What follows belongs to an exercise in optimizing a design on an open flow for small area, a short achievable clock period and few clock cycles per item; a production flow would make more cautious choices.
The RTL was checked by simulation tests, not by an equivalence proof against the original design.
Power figures rest on the tool's default switching activity, not on a simulated workload.

==> flow/design.v <==
module zx36_exec (
    input  wire        clk,
    input  wire        rst,
    input  wire        in_valid,
    output wire        in_ready,
    input  wire        in_dalu,
    input  wire [5:0]  in_fn,
    input  wire [71:0] in_a,
    input  wire [71:0] in_b,
    input  wire [3:0]  in_flags,
    input  wire        in_sat,
    output reg         out_valid,
    output reg  [71:0] out_result,
    output reg  [3:0]  out_flags,
    output reg         out_wr,
    output reg         out_ill
);
    localparam FZ = 0, FN = 1, FC = 2, FV = 3;
    localparam [35:0] MIN36 = 36'h800000000;
    localparam [35:0] MAX36 = 36'h7FFFFFFFF;
    reg        v1;           
    reg        busy;         
    reg [4:0]  cnt;          
    reg        dalu1;
    reg [5:0]  fn1;
    reg [71:0] a1;
    reg [71:0] b1;
    reg [3:0]  f1;
    reg        sat1;
    reg [37:0] ms;           
    reg [37:0] mc;           
    reg        mcy;          
    reg        yprev;        
    assign in_ready = !busy;
    wire in_mul = in_dalu ? (in_fn == 6'd4 || in_fn == 6'd5)
                          : (in_fn == 6'd14 || in_fn == 6'd15 || in_fn == 6'd16 || in_fn == 6'd26);
    wire in_div = !in_dalu && (in_fn == 6'd17 || in_fn == 6'd18 || in_fn == 6'd19);
    wire in_qmul = !in_dalu && (in_fn == 6'd26);
    wire alu = !dalu1;
    wire f_add   = alu & (fn1 == 6'd0);
    wire f_adc   = alu & (fn1 == 6'd1);
    wire f_sub   = alu & (fn1 == 6'd2);
    wire f_sbc   = alu & (fn1 == 6'd3);
    wire f_cmp   = alu & (fn1 == 6'd4);
    wire f_and   = alu & (fn1 == 6'd5);
    wire f_or    = alu & (fn1 == 6'd6);
    wire f_xor   = alu & (fn1 == 6'd7);
    wire f_andn  = alu & (fn1 == 6'd8);
    wire f_tst   = alu & (fn1 == 6'd9);
    wire f_shl   = alu & (fn1 == 6'd10);
    wire f_shr   = alu & (fn1 == 6'd11);
    wire f_sar   = alu & (fn1 == 6'd12);
    wire f_rol   = alu & (fn1 == 6'd13);
    wire f_mul   = alu & (fn1 == 6'd14);
    wire f_mulh  = alu & (fn1 == 6'd15);
    wire f_mulhu = alu & (fn1 == 6'd16);
    wire f_div   = alu & (fn1 == 6'd17);
    wire f_divu  = alu & (fn1 == 6'd18);
    wire f_rem   = alu & (fn1 == 6'd19);
    wire f_min   = alu & (fn1 == 6'd20);
    wire f_max   = alu & (fn1 == 6'd21);
    wire f_minu  = alu & (fn1 == 6'd22);
    wire f_maxu  = alu & (fn1 == 6'd23);
    wire f_qadd  = alu & (fn1 == 6'd24);
    wire f_qsub  = alu & (fn1 == 6'd25);
    wire f_qmul  = alu & (fn1 == 6'd26);
    wire f_neg   = alu & (fn1 == 6'd27);
    wire f_not   = alu & (fn1 == 6'd28);
    wire f_abs   = alu & (fn1 == 6'd29);
    wire f_mov   = alu & (fn1 == 6'd30);
    wire f_exth  = alu & (fn1 == 6'd31);
    wire f_exthu = alu & (fn1 == 6'd32);
    wire f_swaph = alu & (fn1 == 6'd33);
    wire f_dadd  = dalu1 & (fn1 == 6'd0);
    wire f_dsub  = dalu1 & (fn1 == 6'd1);
    wire f_dcmp  = dalu1 & (fn1 == 6'd2);
    wire f_dneg  = dalu1 & (fn1 == 6'd3);
    wire f_dmul  = dalu1 & (fn1 == 6'd4);
    wire f_dmulu = dalu1 & (fn1 == 6'd5);
    wire f_ill   = alu ? (fn1 > 6'd33) : (fn1 > 6'd5);
    wire is_mul  = f_mul | f_mulh | f_mulhu | f_qmul | f_dmul | f_dmulu;
    wire is_div  = f_div | f_divu | f_rem;
    wire mul_signed = f_mul | f_mulh | f_qmul | f_dmul;
    wire [35:0] a = a1[35:0];
    wire [35:0] b = b1[35:0];
    wire [36:0] mx = {mul_signed & a[35], a};
    wire        yext = mul_signed & b1[5];    
    wire [9:0]  yw = (cnt[1:0] == 2'd3) ? {{4{yext}}, b1[5:0]} : b1[9:0];
    wire [10:0] yb = {yw, yprev};
    reg [47:0] pp [0:5];
    reg [5:0]  pneg;
    integer j;
    always @* begin
        for (j = 0; j < 5; j = j + 1) begin : booth
            reg y0, y1, y2, s1x, s2x;
            reg [37:0] mag;
            reg [37:0] r;
            y0 = yb[2*j];
            y1 = yb[2*j+1];
            y2 = yb[2*j+2];
            s1x = y0 ^ y1;
            s2x = (y2 & ~y1 & ~y0) | (~y2 & y1 & y0);
            mag = ({38{s1x}} & {mx[36], mx}) | ({38{s2x}} & {mx, 1'b0});
            r = mag ^ {38{y2}};
            pneg[j] = y2;
            pp[j] = {9'd0, 1'b1, ~r[37], r[36:0]} << (2*j);
        end
        pp[5] = {38'd0, 1'b0, pneg[4], 1'b0, pneg[3], 1'b0, pneg[2], 1'b0, pneg[1], 1'b0, pneg[0]};
    end
    function [95:0] csa;
        input [47:0] x, y, z;
        reg [47:0] s, c;
        begin
            s = x ^ y ^ z;
            c = (x & y) | (x & z) | (y & z);
            csa = {c[46:0], 1'b0, s};
        end
    endfunction
    wire [95:0] l1a = csa({10'd0, ms}, {10'd0, mc}, pp[0]);
    wire [95:0] l1b = csa(pp[1], pp[2], pp[3]);
    wire [95:0] l2a = csa(l1a[47:0], l1a[95:48], l1b[47:0]);
    wire [95:0] l2b = csa(l1b[95:48], pp[4], pp[5]);
    wire [95:0] l3  = csa(l2a[47:0], l2a[95:48], l2b[47:0]);
    wire [95:0] l4  = csa(l3[47:0], l3[95:48], l2b[95:48]);
    wire [47:0] m_s = l4[47:0];
    wire [47:0] m_c = l4[95:48];
    wire [10:0] m_lo = {1'b0, m_s[9:0]} + {1'b0, m_c[9:0]} + {10'd0, mcy};
    wire [35:0] dd  = b1[71:36];
    wire [36:0] dt1 = {ms[35:0], a1[71]};
    wire [37:0] dr1 = {1'b0, dt1} - {2'b00, dd};
    wire        dq1 = !dr1[37];
    wire [35:0] dm1 = dq1 ? dr1[35:0] : dt1[35:0];
    wire [36:0] dt2 = {dm1, a1[70]};
    wire [37:0] dr2 = {1'b0, dt2} - {2'b00, dd};
    wire        dq2 = !dr2[37];
    wire [35:0] dm2 = dq2 ? dr2[35:0] : dt2[35:0];
    wire a_neg   = a[35] & ~f_divu;
    wire b_neg   = b[35] & ~f_divu;
    wire b_zero  = (b == 36'd0);
    wire q_neg   = a_neg ^ b_neg;
    wire [35:0] dquo = a1[71:36];
    wire [35:0] drem = ms[35:0];
    reg  [72:0] ax, ay;
    reg         acin;
    wire [72:0] asum = ax + ay + {72'd0, acin};
    wire        div_pre = busy & is_div;    
    wire        cin_f = f1[FC];
    reg         dfix_neg;
    reg  [35:0] dfix_v;
    always @* begin
        dfix_neg = f_rem ? a_neg : q_neg;
        dfix_v   = f_rem ? drem : dquo;
        ax = 73'd0; ay = 73'd0; acin = 1'b0;
        if (div_pre) begin
            ax = {1'b0, ~b, ~a};
            ay = {36'd0, 1'b1, 36'd0};
            acin = 1'b1;
        end else if (is_mul) begin
            ax = {1'b0, ms[31:0], b1[71:32]};
            ay = {1'b0, mc[31:0], {40{mcy}}};
            acin = mcy;
        end else if (is_div) begin
            if (b_zero)
                ax = {37'd0, f_rem ? a : 36'd0};
            else
                ax = {37'd0, dfix_neg ? ~dfix_v : dfix_v};
            acin = ~b_zero & dfix_neg;
        end else if (dalu1) begin
            ax = {1'b0, f_dneg ? ~a1 : a1};
            ay = {1'b0, (f_dneg) ? 72'd0 : (f_dadd ? b1 : ~b1)};
            acin = ~f_dadd;
        end else begin
            if (f_neg | (f_abs & a[35]))
                ax = {37'd0, ~a};
            else
                ax = {37'd0, a};
            if (f_add | f_adc | f_qadd)
                ay = {37'd0, b};
            else if (f_neg | f_abs)
                ay = 73'd0;
            else
                ay = {37'd0, ~b};
            acin = f_adc ? cin_f : f_sbc ? ~cin_f : (f_add | f_qadd) ? 1'b0 :
                   f_abs ? a[35] : 1'b1;
        end
    end
    wire v36 = (ax[35] == ay[35]) && (asum[35] != ax[35]);
    wire v72 = (ax[71] == ay[71]) && (asum[71] != ax[71]);
    wire [5:0] s = b[5:0];
    wire shr_any = f_shr | f_sar;
    wire [5:0] ramt = shr_any ? (6'd36 - s) : f_swaph ? 6'd18 : s;
    reg  [35:0] rot;
    integer k;
    always @* begin
        rot = a;
        if (ramt[0]) rot = {rot[34:0], rot[35]};
        if (ramt[1]) rot = {rot[33:0], rot[35:34]};
        if (ramt[2]) rot = {rot[31:0], rot[35:32]};
        if (ramt[3]) rot = {rot[27:0], rot[35:28]};
        if (ramt[4]) rot = {rot[19:0], rot[35:20]};
        if (ramt[5]) rot = {rot[3:0], rot[35:4]};
    end
    reg [35:0] therm;        
    always @* begin
        for (k = 0; k < 36; k = k + 1) therm[k] = (s > k);
    end
    wire s_zero = (s == 6'd0);
    wire s_big  = (s > 6'd36);
    reg [35:0] shres;
    reg        shc;
    always @* begin
        for (k = 0; k < 36; k = k + 1) begin
            if (f_shl)
                shres[k] = rot[k] & ~therm[k];
            else
                shres[k] = therm[35-k] ? (f_sar & a[35]) : rot[k];
        end
        if (s_big)
            shc = f_sar & a[35];
        else if (f_shl)
            shc = rot[0];
        else
            shc = rot[35];
    end
    reg [71:0] res;
    reg [3:0]  rflags;
    reg        rwr, rill, wide, set_c, set_v, new_c, new_v;
    wire       lt_s = asum[35] ^ v36;
    wire       lt_u = ~asum[36];
    wire       qm_v = asum[71] ^ asum[70];
    wire [35:0] qm_r = {asum[70:36], asum[35] & ~(b1[66:32] == 35'd0)};
    always @* begin
        res = 72'd0; rwr = 1'b1; rill = 1'b0; wide = 1'b0;
        set_c = 1'b0; set_v = 1'b0; new_c = 1'b0; new_v = 1'b0;
        if (f_ill) begin
            rill = 1'b1; rwr = 1'b0;
        end else if (dalu1) begin
            wide = 1'b1;
            if (f_dmul | f_dmulu) begin
                res = asum[71:0]; set_v = 1'b1;
            end else begin
                res = asum[71:0];
                set_c = 1'b1; new_c = f_dadd ? asum[72] : ~asum[72];
                set_v = 1'b1; new_v = v72;
                rwr = ~f_dcmp;
            end
        end else if (f_add | f_adc | f_sub | f_sbc | f_cmp | f_neg) begin
            res[35:0] = asum[35:0];
            set_c = 1'b1; new_c = (f_add | f_adc) ? asum[36] : ~asum[36];
            set_v = 1'b1; new_v = v36;
            rwr = ~f_cmp;
        end else if (f_abs) begin
            res[35:0] = asum[35:0];
            set_v = 1'b1; new_v = v36;
        end else if (f_qadd | f_qsub) begin
            set_v = 1'b1; new_v = v36;
            res[35:0] = (v36 & sat1) ? (ax[35] ? MIN36 : MAX36) : asum[35:0];
        end else if (f_min | f_max | f_minu | f_maxu) begin
            res[35:0] = ((f_min & lt_s) | (f_max & ~lt_s) | (f_minu & lt_u) | (f_maxu & ~lt_u)) ? a : b;
        end else if (f_and | f_tst) begin
            res[35:0] = a & b; rwr = f_and;
        end else if (f_or)   res[35:0] = a | b;
        else if (f_xor)  res[35:0] = a ^ b;
        else if (f_andn) res[35:0] = a & ~b;
        else if (f_not)  res[35:0] = ~a;
        else if (f_mov)  res[35:0] = a;
        else if (f_exth) res[35:0] = {{18{a[17]}}, a[17:0]};
        else if (f_exthu) res[35:0] = {18'd0, a[17:0]};
        else if (f_swaph | f_rol) res[35:0] = rot;
        else if (f_shl | f_shr | f_sar) begin
            res[35:0] = shres;
            set_c = ~s_zero; new_c = shc;
        end else if (f_mul) begin
            res[35:0] = asum[35:0];
            set_v = 1'b1; new_v = !((&asum[71:35]) || !(|asum[71:35]));
        end else if (f_mulh | f_mulhu) begin
            res[35:0] = asum[71:36];
        end else if (f_qmul) begin
            set_v = 1'b1; new_v = qm_v;
            res[35:0] = (qm_v & sat1) ? (asum[71] ? MIN36 : MAX36) : qm_r;
        end else begin
            res[35:0] = asum[35:0];
            set_v = 1'b1;
            new_v = b_zero | (f_div & ~q_neg & dquo[35]);
        end
        rflags = f1;
        if (!rill) begin
            rflags[FZ] = (res == 72'd0);
            rflags[FN] = wide ? res[71] : res[35];
            if (set_c) rflags[FC] = new_c;
            if (set_v) rflags[FV] = new_v;
        end
    end
    wire last_it = is_mul ? (cnt[1:0] == 2'd3) : (cnt == 5'd18);
    always @(posedge clk) begin
        if (rst) begin
            v1 <= 1'b0;
            busy <= 1'b0;
            out_valid <= 1'b0;
        end else begin
            if (!busy) begin
                v1 <= in_valid;
                busy <= in_valid & (in_mul | in_div);
            end else if (last_it) begin
                busy <= 1'b0;
            end
            out_valid <= v1 & ~busy;
        end
        out_result <= res;
        out_flags  <= rflags;
        out_wr     <= rwr;
        out_ill    <= rill;
        if (!busy) begin
            cnt   <= 5'd0;
            dalu1 <= in_dalu;
            fn1   <= in_fn;
            a1    <= in_a;
            b1    <= in_b;
            f1    <= in_flags;
            sat1  <= in_sat;
            ms    <= {1'b1, 2'b00, in_qmul, 34'd0};
            mc    <= 38'd0;
            mcy   <= 1'b0;
            yprev <= 1'b0;
        end else begin
            cnt <= cnt + 5'd1;
            if (is_mul) begin
                ms    <= m_s[47:10];
                mc    <= m_c[47:10];
                mcy   <= m_lo[10];
                yprev <= b1[9];
                b1    <= {m_lo[9:0], b1[71:10]};
            end else if (cnt == 5'd0) begin
                a1[71:36] <= a_neg ? asum[35:0] : a;
                b1[71:36] <= b_neg ? asum[71:36] : b;
                ms <= 38'd0;
            end else begin
                ms[35:0]  <= dm2;
                a1[71:36] <= {a1[69:36], dq1, dq2};
            end
        end
    end
endmodule
==> flow/run.sh <==
#!/bin/bash
# synth_recipe.tcl (not shown) runs the flow's synth.tcl, then flattens the netlist and writes it again
# the make line also repeats each setting of config.mk as NAME=value (left out here)
make -C /OpenROAD-flow-scripts/flow DESIGN_CONFIG=/design/flow/config.mk WORK_HOME=/design/flow/orfs CLKGATE_MAP_FILE= SYNTH_SCRIPT=/design/flow/synth_recipe.tcl finish
==> flow/config.mk <==
export PLATFORM = sky130hd
export DESIGN_NAME = zx36_exec
export DESIGN_NICKNAME = zx36_exec
export VERILOG_FILES = /design/flow/design.v
export SDC_FILE = /design/flow/constraint.sdc
export NUM_CORES = 4
export LEC_CHECK = 0
export CAP_MARGIN = 35
export CORE_MARGIN = 2
export CORE_UTILIZATION = 35
export PLACE_DENSITY = 0.45
export SLEW_MARGIN = 20
==> flow/constraint.sdc <==
create_clock -name core_clock -period 15.0 [get_ports {clk}]
set_input_delay 3.0000 -clock core_clock [delete_from_list [all_inputs] [get_ports {clk}]]
set_output_delay 3.0000 -clock core_clock [all_outputs]
set_load 0.01 [all_outputs]
==> metrics.csv <==
metric,value,unit
number of cells produced by synthesis,6047,
area of all placed cells without fillers,0.05335,mm^2
TritonCTS clock tree,built,
x dimension of the die,368.4,um
Setup crit start kind,flip-flop,
Starting Density,35.31,%
"Clk Latency, worst-skew pair",670,ps
fraction of registers with async set or reset after synthesis,0,%
first-pass GRT wire length,434900,um
maximum number of pins on one net before global-route repair,146,
DIE AREA,0.1357,mm^2
actual slew at the worst max-slew pin,1106,ps
overall power of the completed layout,7.391,mW
total number of H-tree levels,2,
Worst Hold Class,flip-flop to flip-flop,
count of hold-fix buffers inserted at cts,0,
core region area,0.1316,mm^2
DRC violations left,0,
Post-CTS Setup Bufs,0,
Buffers & Inverters on Critical Path,4,
category of the most critical setup path,flip-flop to flip-flop,
Total Routing Usage GR,46.09,%
Top delay family on crit path,compound AO/OA/AOI/OAI gates,
outcome,finished clean,
initial antenna violation count,20,
vertical die dimension,368.4,um
number of detailed-routing iterations run before antenna repair,7,
worst slew margin relative to its limit,25.68,%
layout net count,6802,
number of vias per cell,6.738,
number of nets with antenna violations after detailed routing,0,
number of hold violations in the final report,0,
cell repeated most along the worst path,sky130_fd_sc_hd__o21ai_0,
part of the Yosys area used for sequential elements,17.10,%
number of inserted filler cells in the final layout,13800,
final slew viol count,0,
kind of end point of the critical path,flip-flop,
crit path max-delay cell type,sky130_fd_sc_hd__nor2_4,
total number of vias,53456,
share of the synthesized area in the top cell type,10.08,%
Static Leakage,22.25,nW
root cell of the clock tree,sky130_fd_sc_hd__clkbuf_16,
mean cell area of the mapped netlist,7.685,um^2
worst ir drop on vdd,191.4,uV
"Top FF cell, synth",sky130_fd_sc_hd__dfxtp_1,
buffers added on ports,238,
"Area growth, synth to finish",14.81,%
Cell Pwr Density,138.5,mW/mm^2
placement row count,133,
deepest clock path buffer count,3,
DRC marker count from the first detailed-route iteration,8036,
Sum Neg Setup Slack,0,ps
# Max-Cap Violations,0,
number of global-route vias before repair,50188,
signal arrival time at the worst endpoint,11090,ps
biggest fanout along the worst timing path,37,
HPWL Detailed,246800,um
flip-flop and latch count after synthesis,319,
shortest clock period the worst path allows after layout,10490,ps
area of the mapped netlist,0.04647,mm^2
fraction of layout instances using a drive strength above 1,9.309,%
count of synthesis-stage warnings from yosys,2,
number of clock sinks,319,
RePlAce Congestion,1.062,
average wire per cell in the routed design,40.70,um
final worst-path cycle share,69.96,%
cell type with the highest aggregate area in the netlist,sky130_fd_sc_hd__edfxtp_1,
biggest cell delay along the critical path,740,ps
required time at the endpoint of the critical path,15600,ps
synthesized netlist net count,6720,
RSZ-0062 raised after global routing,no,
TritonCTS Buffers,45,
number of setup violations in the final report,0,
final wirelength,322900,um
post-CTS clock slew at the launch and capture registers of the worst setup and hold paths,70,ps
setup skew after layout,50.94,ps
Achievable Freq,95.29,MHz
number of enable flip-flop cells after synthesis,156,
remaining global-route overflow,0,
number of primary I/O pins,239,
number of instances resized during post-cts repair,0,
placed inst area,0.05165,mm^2
count of different cell masters after synthesis,97,
Area contributors post-synth,"sky130_fd_sc_hd__edfxtp_1, sky130_fd_sc_hd__ha_1, sky130_fd_sc_hd__fa_1, sky130_fd_sc_hd__dfxtp_1, sky130_fd_sc_hd__xnor2_1",
==> worst paths after layout <==
kind	from	to	slack, ps	depth (start not counted)
setup / recovery	b1[37]	ms[14]	4510	36
hold reg to reg	cnt[0]	cnt[0]	450	1
setup reg to reg	b1[37]	ms[14]	4510	36
hold / removal	cnt[0]	cnt[0]	450	1
==> synthesized netlist by cell type (all sizes together), types with 45 or more instances <==
master  number
o221ai      46
a21o       107
xnor2      354
fa         185
mux2        93
and3        45
a211oi      81
a31oi       49
a221oi      69
o21ai      415
nor3       129
buf         95
ha         329
nor2       439
mux2i      167
inv        403
o22ai      122
xor2       121
nand3      100
a22o        45
clkbuf     413
dfxtp      163
edfxtp     156
a22oi      170
nand2      554
o211ai     163
a21oi      492
==> state kept, by name (all words and copies together), names as in the netlist <==
signal and flops:
a1 72, mc 37, out_wr 1, dalu1 1
out_valid 1, yprev 1, fn1 6, sat1 1
ms 38, out_flags 4, f1 4, cnt 5
out_result 72, v1 1, mcy 1, out_ill 1
b1 72, busy 1
==> power by group <==
part	internal, mW	switching [mW]	total [mW]	leakage [nW]
Clock	0.667	0.503	1.17	0.761
Combinational	1.78	3.36	5.14	18.5
Sequential	1.00	0.0831	1.08	2.97
==> area by class of cell <==
class / instances / area, um^2 / area share, %
multi-input cells: 4814 / 35360 / 66.28
inverters: 406 / 1526 / 2.861
clock inverters: 20 / 190.2 / 0.3565
clock buffers: 64 / 1354 / 2.537
diodes: 12 / 30.03 / 0.05628
flip-flops and latches: 319 / 7951 / 14.90
repair buffers: 543 / 4741 / 8.886
well taps: 1755 / 2196 / 4.116
==> layout by cell type (no fill, tap or decap), types with 27 or more instances in the layout <==
master / n
sky130_fd_sc_hd__nand2_1: 552
sky130_fd_sc_hd__a221oi_1: 68
sky130_fd_sc_hd__a21oi_1: 487
sky130_fd_sc_hd__o21ai_0: 395
sky130_fd_sc_hd__nor4_1: 37
sky130_fd_sc_hd__clkbuf_16: 50
sky130_fd_sc_hd__a22o_1: 45
sky130_fd_sc_hd__mux2_2: 88
sky130_fd_sc_hd__a21o_1: 106
sky130_fd_sc_hd__xor2_1: 119
sky130_fd_sc_hd__edfxtp_1: 156
sky130_fd_sc_hd__fa_1: 185
sky130_fd_sc_hd__or3_1: 27
sky130_fd_sc_hd__o211ai_1: 163
sky130_fd_sc_hd__clkdlybuf4s50_1: 238
sky130_fd_sc_hd__a31oi_1: 49
sky130_fd_sc_hd__and3_1: 43
sky130_fd_sc_hd__nor2_1: 430
sky130_fd_sc_hd__nand4_1: 36
sky130_fd_sc_hd__nand3_1: 99
sky130_fd_sc_hd__xnor2_1: 346
sky130_fd_sc_hd__nand2b_1: 39
sky130_fd_sc_hd__o221ai_1: 46
sky130_fd_sc_hd__buf_4: 279
sky130_fd_sc_hd__dfxtp_1: 162
sky130_fd_sc_hd__o22ai_1: 122
sky130_fd_sc_hd__a211oi_1: 78
sky130_fd_sc_hd__ha_1: 329
sky130_fd_sc_hd__nor2b_1: 38
sky130_fd_sc_hd__a22oi_1: 170
sky130_fd_sc_hd__mux2i_1: 163
sky130_fd_sc_hd__nor3_1: 125
sky130_fd_sc_hd__inv_1: 397
==> routing by layer <==
metal | vias up | global-route usage, % | wire length [um]
met5 | - | 0 | 111
met4 | 14 | 34.43 | 29420
met3 | 1019 | 10.84 | 34670
met2 | 3941 | 67.72 | 134700
met1 | 26430 | 58.53 | 124000
li1 | 22052 | - | -
==> worst register-to-register path, delay by kind of cell, from the launching register on <==
kind | cells | cell delay [ps]
flip-flops | 1 | 570
buffers and inverters | 4 | 1010
adder cells (fa/ha/maj) | 2 | 600
multiplexers | 1 | 450
AO/OA/AOI/OAI | 20 | 6000
AND/OR/NAND/NOR | 9 | 1810
==> through the flow <==
step	utilization [%]	hold slack, ps	setup slack [ps]	std cells
6_report	40.53	454.3	4506	7933
5_1_grt	40.51	477.0	3878	7921
3_3_place_gp	39.08	436.7	4757	7800
2_1_floorplan	-	414.5	6740	6047
3_5_place_dp	39.24	445.4	4658	7822
4_1_cts	40.41	454.9	4600	7906
==> cell families (layout without fill, tap and decap cells) <==
kind of cell	count (synthesis)	in the layout	share of synthesized area, %
buffers and inverters	914	1033	7.509
DFF	319	319	17.10
xor gates and xnor gates	475	475	8.968
muxes	263	263	6.012
AOI/OAI and AO/OA	2023	2023	28.58
adders and majority gates	514	514	16.83
other	0	12	0
and+or+nand+nor	1539	1539	15.00
Testbench counts, summed over its fixed seeds: cycles 51,155, items 16,000.

[afterwards: timing with drivers on the ports]
In the flow no input, the clock included, has a driving cell. The finished layout below was timed again as built, in two steps.
Step 1 (the two cells are an assumption about what drives the block):
set clk [get_ports {clk}]
set_driving_cell -lib_cell sky130_fd_sc_hd__clkbuf_16 $clk
set_driving_cell -lib_cell sky130_fd_sc_hd__buf_2 [delete_from_list [all_inputs] $clk]
Step 2, shift: input delay + t, output delay - t, t = (earliest + latest rising clock arrival at the registers) / 2. This alone moves slack from input paths to output paths.
Slacks: no drivers / after step 1 / after step 2; pairs: no drivers / after step 1.
shift t [ns]: 0.736
setup WS [ns]: 4.506 / 4.506 / 4.506
hold slack, ns: 0.454 / 0.454 / 0.454
slew at the worst register clock pin (ns): 0.09 / 0.09
worst data-port slew with drivers (ns): 0.12
After both steps this run still meets setup and hold. The setup slack of this run moves by 0.000 ns with the drivers and by 0.000 ns with both steps.
